This is an optimization exercise on Yosys and OpenROAD, whose aim is small area, not a production implementation. At most, simulation tests tie the RTL to the original design; equivalence was not proved. Power figures rest on the tool's default switching activity, not on a simulated workload.

==> v20: inputs <==
// tm_mon
module tm_mon (
    input  wire        clk,
    input  wire        rst_n,             
    input  wire        smp_vld,           
    input  wire [11:0] code_u,            
    input  wire [11:0] code_v,
    input  wire [11:0] code_w,
    input  wire [15:0] theta,             
    input  wire [15:0] t_cmd,             
    input  wire [15:0] t_ce,              
    input  wire        active,            
    input  wire [47:0] iha_ofs,           
    input  wire [47:0] iha_gain,          
    input  wire [15:0] psi_pm,            
    input  wire [15:0] ld,                
    input  wire [15:0] lq,                
    input  wire [15:0] lq_k,              
    input  wire [3:0]  pole_pairs,
    input  wire [15:0] w_pct,             
    input  wire [15:0] w_abs,             
    input  wire [15:0] cnt_lim,           
    output reg         res_vld,
    output wire [15:0] t_tm,              
    output wire [15:0] i_d,               
    output wire [15:0] i_q,               
    output reg         exc_over,          
  ...
clock: 25.0 ns
lec_check: 0
cap_margin: 20
core_margin: 2
core_utilization: 40
slew_margin: 20
synth_memory_max_bits: 32768
standard.sh (not shown) runs the stock make flow with config.mk's settings and CLKGATE_MAP_FILE= SYNTH_SCRIPT=/design/flow/synth_recipe.tcl, a recipe that flattens the netlist after the stock synthesis.
==> flow/flow/run.sh <==
#!/bin/bash
set -euo pipefail
export BUFFER_PORTS_ARGS="-buffer_cell sky130_fd_sc_hd__buf_1"
export RECOVER_POWER=100
export CTS_ARGS="-sink_clustering_enable -repair_clock_nets -buf_list sky130_fd_sc_hd__clkbuf_16 -dont_use_dummy_load"
bash standard.sh > standard_flow.log 2>&1
==> v2 (differences from v20) <==
==> flow/flow/run.sh (replaced) <==
#!/bin/bash
set -euo pipefail
export BUFFER_PORTS_ARGS="-buffer_cell sky130_fd_sc_hd__buf_1"
export CTS_ARGS="-sink_clustering_enable -repair_clock_nets -buf_list sky130_fd_sc_hd__clkbuf_16 -dont_use_dummy_load"
bash standard.sh > standard_flow.log 2>&1
==> v23 (differences from v20) <==
--- a/flow/design.v
+++ b/flow/design.v
@@ -607,15 +607,13 @@
     genvar gi;
     generate
         for (gi = 0; gi < 4; gi = gi + 1) begin : g_row
             wire one = bb[2*gi+1] ^ bb[2*gi];
             wire two = (bb[2*gi+2] & ~bb[2*gi+1] & ~bb[2*gi]) | (~bb[2*gi+2] & bb[2*gi+1] & bb[2*gi]);
-            wire sg  = bb[2*gi+2] ^ neg;   
-            wire [17:0] mx = {M[16], M} ^ {18{sg}};
-            wire [17:0] pp = ({18{one}} & mx) | ({18{two}} & {mx[16:0], sg});
-            assign rs[gi] = sg & (one | two);
-            assign rw[gi] = pp ^ 18'h20000;
+            wire [17:0] pp = ({18{one}} & {M[16], M}) | ({18{two}} & {M, 1'b0});
+            assign rs[gi] = (bb[2*gi+2] ^ neg) & (one | two);
+            assign rw[gi] = (pp ^ {18{rs[gi]}}) ^ 18'h20000;
         end
     endgenerate
     wire [25:0] sum;
     tm_macsum u_sum (.a((clr ? 25'd0 : acc) ^ 25'h1000000), .r0(rw[0]), .r1(rw[1]), .r2(rw[2]),
                      .r3(rw[3]), .rs({rs[3:1], rs[0] & ~kill}), .sum(sum));
==> flow/flow/run.sh (replaced) <==
#!/bin/bash
set -euo pipefail
export BUFFER_PORTS_ARGS="-buffer_cell sky130_fd_sc_hd__buf_1"
export CTS_ARGS="-sink_clustering_enable -repair_clock_nets -buf_list sky130_fd_sc_hd__clkbuf_16 -dont_use_dummy_load"
bash standard.sh > standard_flow.log 2>&1
==> flow/config.mk (replaced) <==
export PLATFORM = sky130hd
export DESIGN_NAME = tm_mon
export DESIGN_NICKNAME = tm_mon
export VERILOG_FILES = /design/flow/design.v
export SDC_FILE = /design/flow/constraint.sdc
export NUM_CORES = 4
export LEC_CHECK = 0
export CAP_MARGIN = 0
export CORE_MARGIN = 2
export CORE_UTILIZATION = 40
export SLEW_MARGIN = 0
export SYNTH_MEMORY_MAX_BITS = 32768
==> results.yml <==
placed_design:
  gp_routability_congestion: 1.04
  dp_cells: 3285
  place_area_um2: 22400
  dp_worst_setup_slack_ns: 3.73
floorplan:
  initial_utilization_pct: 40.5
critical_path:
  critical_path.reg2reg.endpoint: "acc[21]"
  regToRegSetupSlack_ns: 5.00
  startpoint_type_of_the_worst_setup_path: "input pin"
  worst-path-buf-inv: 4
synth:
  yosys-top-cells-area: "edfxtp_1, fa_1, dfxtp_1, ha_1, nand2_1"
  synth_area_per_cell_um2: 8.57
power_and_ir_drop:
  sw_frac_of_total_pct: 53.3
  power.share.clock_pct: 6.2
run_status:
  outcome: "finished clean"
cts:
  insertion_delay_ns: 0.50
layout:
  fill_cells: 5028
  inv_count: 165
  most-common-layout-cells: "buf_1, nand2_1, inv_1"
timing:
  setup_clock_skew_after_layout_ns: 0.0271
(the above is from v23)
==> results.yml <==
run_status:
  outcome: "failed layout checks"
  check-failures: "max-capacitance violations, max-slew violations"
placed_design:
  dp_cells: 3258
  dp_worst_setup_slack_ns: 3.85
timing:
  slew_viol_final: 189
  setup_clock_skew_after_layout_ns: 0.0241
critical_path:
  regToRegSetupSlack_ns: 3.17
  worst-path-buf-inv: 7
job:
  drv_cap: 6
layout:
  fill_cells: 5008
power_and_ir_drop:
  sw_frac_of_total_pct: 48.3
  power.share.clock_pct: 11.5
floorplan:
  initial_utilization_pct: 40.6
(the above is from v20)
==> results.yml <==
synth:
  yosys-top-cells-area: "edfxtp_1, fa_1, nand2_1, dfxtp_1, ha_1"
  synth_area_per_cell_um2: 8.70
critical_path:
  worst-path-buf-inv: 5
  critical_path.reg2reg.endpoint: "acc[24]"
  startpoint_type_of_the_worst_setup_path: "input pin"
  regToRegSetupSlack_ns: 4.66
timing:
  relSlewSlack_pct: 22.9
  setup_clock_skew_after_layout_ns: 0.0244
  clock.fmax_ghz: 0.0486
layout:
  stdcell_count: 3277
  fill_cells: 4994
  inv_count: 145
placed_design:
  gp_routability_congestion: 1.06
run_status:
  outcome: "finished clean"
power_and_ir_drop:
  sw_frac_of_total_pct: 48.3
cts:
  insertion_delay_ns: 0.50
(the above is from v2)

==> inputs of run a <==
Another version of the RTL of tm_mon (not shown whole).
clock: 25.0 ns
lec_check: 0
cap_margin: 20
core_margin: 2
core_utilization: 40
slew_margin: 20
synth_memory_max_bits: 32768
==> flow/flow/run.sh <==
#!/bin/bash
set -euo pipefail
export BUFFER_PORTS_ARGS="-buffer_cell sky130_fd_sc_hd__buf_1"
export CTS_ARGS="-sink_clustering_enable -repair_clock_nets -buf_list sky130_fd_sc_hd__clkbuf_4 -dont_use_dummy_load"
bash standard.sh > standard_flow.log 2>&1
==> inputs of run b, as changes to run a <==
--- a/flow/design.v
+++ b/flow/design.v
@@ -1,12 +1,12 @@
 module tm_sintab (
     input  wire [8:0]  j,
     output wire [14:0] s
 );
     reg [14:0] base;
-    reg [7:0]  slope;
-    reg [3:0]  res;
+    reg [7:0] slope;
+    reg [3:0] res;
     always @* begin
         case (j[8:3])
             6'd0: base = 15'd0;
             6'd1: base = 15'd1608;
             6'd2: base = 15'd3212;
@@ -341,20 +341,22 @@
             9'd255: res = 4'd10;
             9'd256: res = 4'd0;
             default: res = 4'd0;
         endcase
     end
-    wire [14:0] p0 = {7'd0, j[0] ? slope : 8'd0};
-    wire [14:0] p1 = {6'd0, j[1] ? slope : 8'd0, 1'b0};
-    wire [14:0] p2 = {5'd0, j[2] ? slope : 8'd0, 2'b0};
-    wire [14:0] q0 = {11'd0, res};
-    wire [14:0] s1 = base ^ q0 ^ p0;
-    wire [14:0] c1 = ((base & (q0 | p0)) | (q0 & p0)) << 1;
-    wire [14:0] s2 = s1 ^ c1 ^ p1;
-    wire [14:0] c2 = ((s1 & (c1 | p1)) | (c1 & p1)) << 1;
-    wire [14:0] s3 = s2 ^ c2 ^ p2;
-    wire [14:0] c3 = ((s2 & (c2 | p2)) | (c2 & p2)) << 1;
+    wire [14:0] y1 = {11'd0, res};
+    wire [14:0] z1 = {7'd0, j[0] ? slope : 8'd0};
+    wire [14:0] s1 = base ^ y1 ^ z1;
+    wire [14:0] c1 = ((base & (y1 | z1)) | (y1 & z1)) << 1;
+    wire [14:0] y2 = c1;
+    wire [14:0] z2 = {6'd0, j[1] ? slope : 8'd0, 1'd0};
+    wire [14:0] s2 = s1 ^ y2 ^ z2;
+    wire [14:0] c2 = ((s1 & (y2 | z2)) | (y2 & z2)) << 1;
+    wire [14:0] y3 = c2;
+    wire [14:0] z3 = {5'd0, j[2] ? slope : 8'd0, 2'd0};
+    wire [14:0] s3 = s2 ^ y3 ^ z3;
+    wire [14:0] c3 = ((s2 & (y3 | z3)) | (y3 & z3)) << 1;
     tm_rca #(.W(15)) u_add (.a(s3), .b(c3), .ci(1'b0), .s(s), .co());
 endmodule
 module tm_sincos (
     input  wire [9:0]  n,
     output wire [14:0] mag,
@@ -394,19 +396,16 @@
     output reg         exc_over,          
     output reg         dis_over,          
     output reg  [15:0] err_cnt,
     output reg         trip               
 );
-    reg [11:0] s_code0, s_code1, s_code2;
+    reg [35:0] s_code;                     
     reg [9:0]  s_th;
     reg [15:0] s_tcmd, s_tce;
     reg        s_active;
     always @(posedge clk) begin
         if (smp_vld) begin
-            s_code0  <= code_u;
-            s_code1  <= code_v;
-            s_code2  <= code_w;
             s_th     <= theta[15:6];
             s_tcmd   <= t_cmd;
             s_tce    <= t_ce;
             s_active <= active;
         end
@@ -421,12 +420,12 @@
         else if (smp_vld)
             cnt <= 6'd1;
         else if (cnt != 6'd0)
             cnt <= (cnt == LAST) ? 6'd0 : cnt_inc;
     end
-    reg signed [25:0] acc;
-    reg        [15:0] S;                   
+    reg signed [24:0] acc;
+    wire       [15:0] S = s_code[15:0];    
     reg        [15:0] R0, Rd, Rq;          
     reg               blw;                 
     reg               wsel;                
     reg               g_cy, g_c5;          
     reg        [1:0]  g_xp;                
@@ -527,11 +526,11 @@
     end
     wire [14:0] tab;
     wire        tab_neg;
     tm_sincos u_sc (.n(s_th + (tab_cos ? 10'd256 : 10'd0)), .mag(tab), .neg(tab_neg));
     wire neg = neg_c ^ (use_tab & tab_neg) ^ (neg_iq & Rq[15]);
-    wire [11:0] g_code = (gk == 2'd0) ? s_code0 : (gk == 2'd1) ? s_code1 : s_code2;
+    wire [11:0] g_code = (gk == 2'd0) ? s_code[11:0] : (gk == 2'd1) ? s_code[23:12] : s_code[35:24];
     wire [15:0] g_ofs  = (gk == 2'd0) ? iha_ofs[15:0] : (gk == 2'd1) ? iha_ofs[31:16] : iha_ofs[47:32];
     wire [23:0] g_cx   = {{13{~g_code[11]}}, g_code[10:0]};
     wire [23:0] g_of   = {{8{g_ofs[15]}}, g_ofs};
     wire [7:0]  g_cxc  = (gj == 2'd0) ? g_cx[7:0] : (gj == 2'd1) ? g_cx[15:8] : g_cx[23:16];
     wire [7:0]  g_ofc  = (gj == 2'd0) ? g_of[7:0] : (gj == 2'd1) ? g_of[15:8] : g_of[23:16];
@@ -609,22 +608,24 @@
             assign rs[gi] = (bb[2*gi+2] ^ neg) & (one | two);
             assign rw[gi] = (pp ^ {21{rs[gi]}}) ^ 21'h100000;
         end
     endgenerate
     wire [27:0] sum;
-    tm_macsum u_sum (.a((clr ? 26'd0 : acc) ^ 26'h2000000), .r0(rw[0]), .r1(rw[1]), .r2(rw[2]),
+    tm_macsum u_sum (.a((clr ? 26'd0 : {acc[24], acc}) ^ 26'h2000000), .r0(rw[0]), .r1(rw[1]), .r2(rw[2]),
                      .r3(rw[3]), .rs({rs[3:1], rs[0] & ~kill}), .sum(sum));
-    wire [15:0] sat_acc = (acc[25:15] == {11{acc[25]}}) ? acc[15:0]
-                                                         : (acc[25] ? 16'h8000 : 16'h7FFF);
-    wire [15:0] sat_tq  = (acc[25:8] == {18{acc[25]}}) ? {acc[8:0], S[15:9]}
-                                                         : (acc[25] ? 16'h8000 : 16'h7FFF);
+    wire [15:0] sat_acc = (acc[24:15] == {10{acc[24]}}) ? acc[15:0]
+                                                         : (acc[24] ? 16'h8000 : 16'h7FFF);
+    wire [15:0] sat_tq  = (acc[24:8] == {17{acc[24]}}) ? {acc[8:0], S[15:9]}
+                                                         : (acc[24] ? 16'h8000 : 16'h7FFF);
     wire busy = (cnt != 6'd0);
     wire sgn  = sum[27];
     always @(posedge clk) begin
-        acc <= shift ? {{6{sum[27]}}, sum[27:8]} : sum[25:0];
-        if (shift)
-            S <= {sum[7:0], S[15:8]};
+        acc <= shift ? {{5{sum[27]}}, sum[27:8]} : sum[24:0];
+        if (smp_vld)
+            s_code <= {code_w, code_v, code_u};
+        else if (shift && !gen)
+            s_code[15:0] <= {sum[7:0], S[15:8]};
         blw <= ch[7];
         if (cnt == 6'd4 || cnt == 6'd16 || cnt == 6'd30 || cnt == 6'd35 ||
             cnt == 6'd39 || cnt == 6'd42)
             R0 <= sat_acc;
         if (cnt == 6'd46)
@@ -652,11 +653,11 @@
         end else begin
             res_vld <= (cnt == LAST);
             if (cnt == LAST) begin
                 if (!s_active)
                     err_cnt <= 16'd0;
-                else if (!(acc[16] | acc[25]))
+                else if (!(acc[16] | acc[24]))
                     err_cnt <= acc[15:0];
                 if (s_active && !sgn)
                     trip <= 1'b1;
             end
         end
==> flow/flow/run.sh (replaced) <==
#!/bin/bash
set -euo pipefail
export BUFFER_PORTS_ARGS="-buffer_cell sky130_fd_sc_hd__buf_1"
bash standard.sh > standard_flow.log 2>&1
==> inputs of run c, as changes to run a <==
--- a/flow/design.v
+++ b/flow/design.v
@@ -1,12 +1,12 @@
 module tm_sintab (
     input  wire [8:0]  j,
     output wire [14:0] s
 );
     reg [14:0] base;
-    reg [7:0]  slope;
-    reg [3:0]  res;
+    reg [7:0] slope;
+    reg [3:0] res;
     always @* begin
         case (j[8:3])
             6'd0: base = 15'd0;
             6'd1: base = 15'd1608;
             6'd2: base = 15'd3212;
@@ -341,20 +341,22 @@
             9'd255: res = 4'd10;
             9'd256: res = 4'd0;
             default: res = 4'd0;
         endcase
     end
-    wire [14:0] p0 = {7'd0, j[0] ? slope : 8'd0};
-    wire [14:0] p1 = {6'd0, j[1] ? slope : 8'd0, 1'b0};
-    wire [14:0] p2 = {5'd0, j[2] ? slope : 8'd0, 2'b0};
-    wire [14:0] q0 = {11'd0, res};
-    wire [14:0] s1 = base ^ q0 ^ p0;
-    wire [14:0] c1 = ((base & (q0 | p0)) | (q0 & p0)) << 1;
-    wire [14:0] s2 = s1 ^ c1 ^ p1;
-    wire [14:0] c2 = ((s1 & (c1 | p1)) | (c1 & p1)) << 1;
-    wire [14:0] s3 = s2 ^ c2 ^ p2;
-    wire [14:0] c3 = ((s2 & (c2 | p2)) | (c2 & p2)) << 1;
+    wire [14:0] y1 = {11'd0, res};
+    wire [14:0] z1 = {7'd0, j[0] ? slope : 8'd0};
+    wire [14:0] s1 = base ^ y1 ^ z1;
+    wire [14:0] c1 = ((base & (y1 | z1)) | (y1 & z1)) << 1;
+    wire [14:0] y2 = c1;
+    wire [14:0] z2 = {6'd0, j[1] ? slope : 8'd0, 1'd0};
+    wire [14:0] s2 = s1 ^ y2 ^ z2;
+    wire [14:0] c2 = ((s1 & (y2 | z2)) | (y2 & z2)) << 1;
+    wire [14:0] y3 = c2;
+    wire [14:0] z3 = {5'd0, j[2] ? slope : 8'd0, 2'd0};
+    wire [14:0] s3 = s2 ^ y3 ^ z3;
+    wire [14:0] c3 = ((s2 & (y3 | z3)) | (y3 & z3)) << 1;
     tm_rca #(.W(15)) u_add (.a(s3), .b(c3), .ci(1'b0), .s(s), .co());
 endmodule
 module tm_sincos (
     input  wire [9:0]  n,
     output wire [14:0] mag,
@@ -394,19 +396,16 @@
     output reg         exc_over,          
     output reg         dis_over,          
     output reg  [15:0] err_cnt,
     output reg         trip               
 );
-    reg [11:0] s_code0, s_code1, s_code2;
+    reg [35:0] s_code;                     
     reg [9:0]  s_th;
     reg [15:0] s_tcmd, s_tce;
     reg        s_active;
     always @(posedge clk) begin
         if (smp_vld) begin
-            s_code0  <= code_u;
-            s_code1  <= code_v;
-            s_code2  <= code_w;
             s_th     <= theta[15:6];
             s_tcmd   <= t_cmd;
             s_tce    <= t_ce;
             s_active <= active;
         end
@@ -421,12 +420,12 @@
         else if (smp_vld)
             cnt <= 6'd1;
         else if (cnt != 6'd0)
             cnt <= (cnt == LAST) ? 6'd0 : cnt_inc;
     end
-    reg signed [25:0] acc;
-    reg        [15:0] S;                   
+    reg signed [24:0] acc;
+    wire       [15:0] S = s_code[15:0];    
     reg        [15:0] R0, Rd, Rq;          
     reg               blw;                 
     reg               wsel;                
     reg               g_cy, g_c5;          
     reg        [1:0]  g_xp;                
@@ -527,11 +526,11 @@
     end
     wire [14:0] tab;
     wire        tab_neg;
     tm_sincos u_sc (.n(s_th + (tab_cos ? 10'd256 : 10'd0)), .mag(tab), .neg(tab_neg));
     wire neg = neg_c ^ (use_tab & tab_neg) ^ (neg_iq & Rq[15]);
-    wire [11:0] g_code = (gk == 2'd0) ? s_code0 : (gk == 2'd1) ? s_code1 : s_code2;
+    wire [11:0] g_code = (gk == 2'd0) ? s_code[11:0] : (gk == 2'd1) ? s_code[23:12] : s_code[35:24];
     wire [15:0] g_ofs  = (gk == 2'd0) ? iha_ofs[15:0] : (gk == 2'd1) ? iha_ofs[31:16] : iha_ofs[47:32];
     wire [23:0] g_cx   = {{13{~g_code[11]}}, g_code[10:0]};
     wire [23:0] g_of   = {{8{g_ofs[15]}}, g_ofs};
     wire [7:0]  g_cxc  = (gj == 2'd0) ? g_cx[7:0] : (gj == 2'd1) ? g_cx[15:8] : g_cx[23:16];
     wire [7:0]  g_ofc  = (gj == 2'd0) ? g_of[7:0] : (gj == 2'd1) ? g_of[15:8] : g_of[23:16];
@@ -609,22 +608,24 @@
             assign rs[gi] = (bb[2*gi+2] ^ neg) & (one | two);
             assign rw[gi] = (pp ^ {21{rs[gi]}}) ^ 21'h100000;
         end
     endgenerate
     wire [27:0] sum;
-    tm_macsum u_sum (.a((clr ? 26'd0 : acc) ^ 26'h2000000), .r0(rw[0]), .r1(rw[1]), .r2(rw[2]),
+    tm_macsum u_sum (.a((clr ? 26'd0 : {acc[24], acc}) ^ 26'h2000000), .r0(rw[0]), .r1(rw[1]), .r2(rw[2]),
                      .r3(rw[3]), .rs({rs[3:1], rs[0] & ~kill}), .sum(sum));
-    wire [15:0] sat_acc = (acc[25:15] == {11{acc[25]}}) ? acc[15:0]
-                                                         : (acc[25] ? 16'h8000 : 16'h7FFF);
-    wire [15:0] sat_tq  = (acc[25:8] == {18{acc[25]}}) ? {acc[8:0], S[15:9]}
-                                                         : (acc[25] ? 16'h8000 : 16'h7FFF);
+    wire [15:0] sat_acc = (acc[24:15] == {10{acc[24]}}) ? acc[15:0]
+                                                         : (acc[24] ? 16'h8000 : 16'h7FFF);
+    wire [15:0] sat_tq  = (acc[24:8] == {17{acc[24]}}) ? {acc[8:0], S[15:9]}
+                                                         : (acc[24] ? 16'h8000 : 16'h7FFF);
     wire busy = (cnt != 6'd0);
     wire sgn  = sum[27];
     always @(posedge clk) begin
-        acc <= shift ? {{6{sum[27]}}, sum[27:8]} : sum[25:0];
-        if (shift)
-            S <= {sum[7:0], S[15:8]};
+        acc <= shift ? {{5{sum[27]}}, sum[27:8]} : sum[24:0];
+        if (smp_vld)
+            s_code <= {code_w, code_v, code_u};
+        else if (shift && !gen)
+            s_code[15:0] <= {sum[7:0], S[15:8]};
         blw <= ch[7];
         if (cnt == 6'd4 || cnt == 6'd16 || cnt == 6'd30 || cnt == 6'd35 ||
             cnt == 6'd39 || cnt == 6'd42)
             R0 <= sat_acc;
         if (cnt == 6'd46)
@@ -652,11 +653,11 @@
         end else begin
             res_vld <= (cnt == LAST);
             if (cnt == LAST) begin
                 if (!s_active)
                     err_cnt <= 16'd0;
-                else if (!(acc[16] | acc[25]))
+                else if (!(acc[16] | acc[24]))
                     err_cnt <= acc[15:0];
                 if (s_active && !sgn)
                     trip <= 1'b1;
             end
         end
==> flow/flow/run.sh (replaced) <==
#!/bin/bash
set -euo pipefail
export BUFFER_PORTS_ARGS="-buffer_cell sky130_fd_sc_hd__buf_1"
export CTS_ARGS="-sink_clustering_enable -repair_clock_nets -sink_clustering_size 10 -sink_clustering_max_diameter 60 -buf_list \"sky130_fd_sc_hd__clkbuf_4 sky130_fd_sc_hd__clkbuf_8\" -dont_use_dummy_load"
bash standard.sh > standard_flow.log 2>&1
==> notes.md <==
In critical path depth, run b and run c do not differ. Against run c, the via count of run a is lower by 4.5%. Total power, lowest first: run a, run c, run b. Die area is the same in run b and run c. Run a went through all stages and came out clean. Run c completed without violations. Run b completed without violations. In run c the global-route usage is higher than in run a, by 2.9 points. Core utilization, lowest first: run c, run a, run b. Clock-buffer cell count is the same in run c and run b.
==> figures <==
metric	run b	run a	run c
Result of the run	complete, no violations	complete, no violations	complete, no violations
Synth Area in Simple Gates	0.179	0.168	0.179
HPWL reported at the end of detailed placement	75700 um	70700 um	75700 um
Clock buffer cells	17	59	17
Combinational power	3.14 mW	2.09 mW	3.13 mW
EDFF count, synth	134	150	134
Highest routed layer	met5	met4	met5
Met3 wire length	11600 um	11000 um	12000 um
Logic depth of the worst setup path including buffers	51	55	51
Register area share after synthesis	0.244	0.264	0.244
Routed length on met1	39300 um	35600 um	38800 um
Overall die area	0.0532 mm2	0.0541 mm2	0.0532 mm2
Standard cell with the maximum stage delay on the critical path	xor2_2	a211oi_1	xor2_2
Clock Power Share	0.074	0.087	0.045
Cell at the root of the clock tree	clkbuf_16	clkbuf_4	clkbuf_8
The RTL of run b and run c was laid out without a check of its function.

-- afterwards: timing with drivers on the ports --
In the flow no input, the clock included, has a driving cell. The finished layouts below were timed again as built, in two steps.
Step 1 sets driving cells, clkbuf_16 on the clock port and buf_2 on the other inputs (assumed; they add their load-dependent delay and slew).
Step 2 moves the port delays by t, midway between the first and last clock arrival at a register: inputs arrive t later, outputs are due t later. That takes back most of the time a late clock gives input paths.
Slacks: ideal / step 1 / step 2; pairs: ideal / step 1.
run	t, ns	slack for setup (ns)	worst setup path at the end	clock arrival spread, ns
v20	0.551	3.173 / 3.173 / 3.173	register to register	0.032 / 0.031
v2	0.546	4.435 / 4.469 / 3.924	input to register	0.033 / 0.033
v23	0.544	4.142 / 4.179 / 3.634	input to register	0.027 / 0.027
run a	0.835	2.541 / 2.565 / 1.731	input to register	0.135 / 0.135
run b	0.537	3.072 / 3.098 / 2.561	input to register	0.014 / 0.014
run c	0.589	3.158 / 3.181 / 2.591	input to register	0.043 / 0.043
The setup slack of run a, which loses most, moves by +0.024 ns with the drivers and by -0.810 ns with both steps.
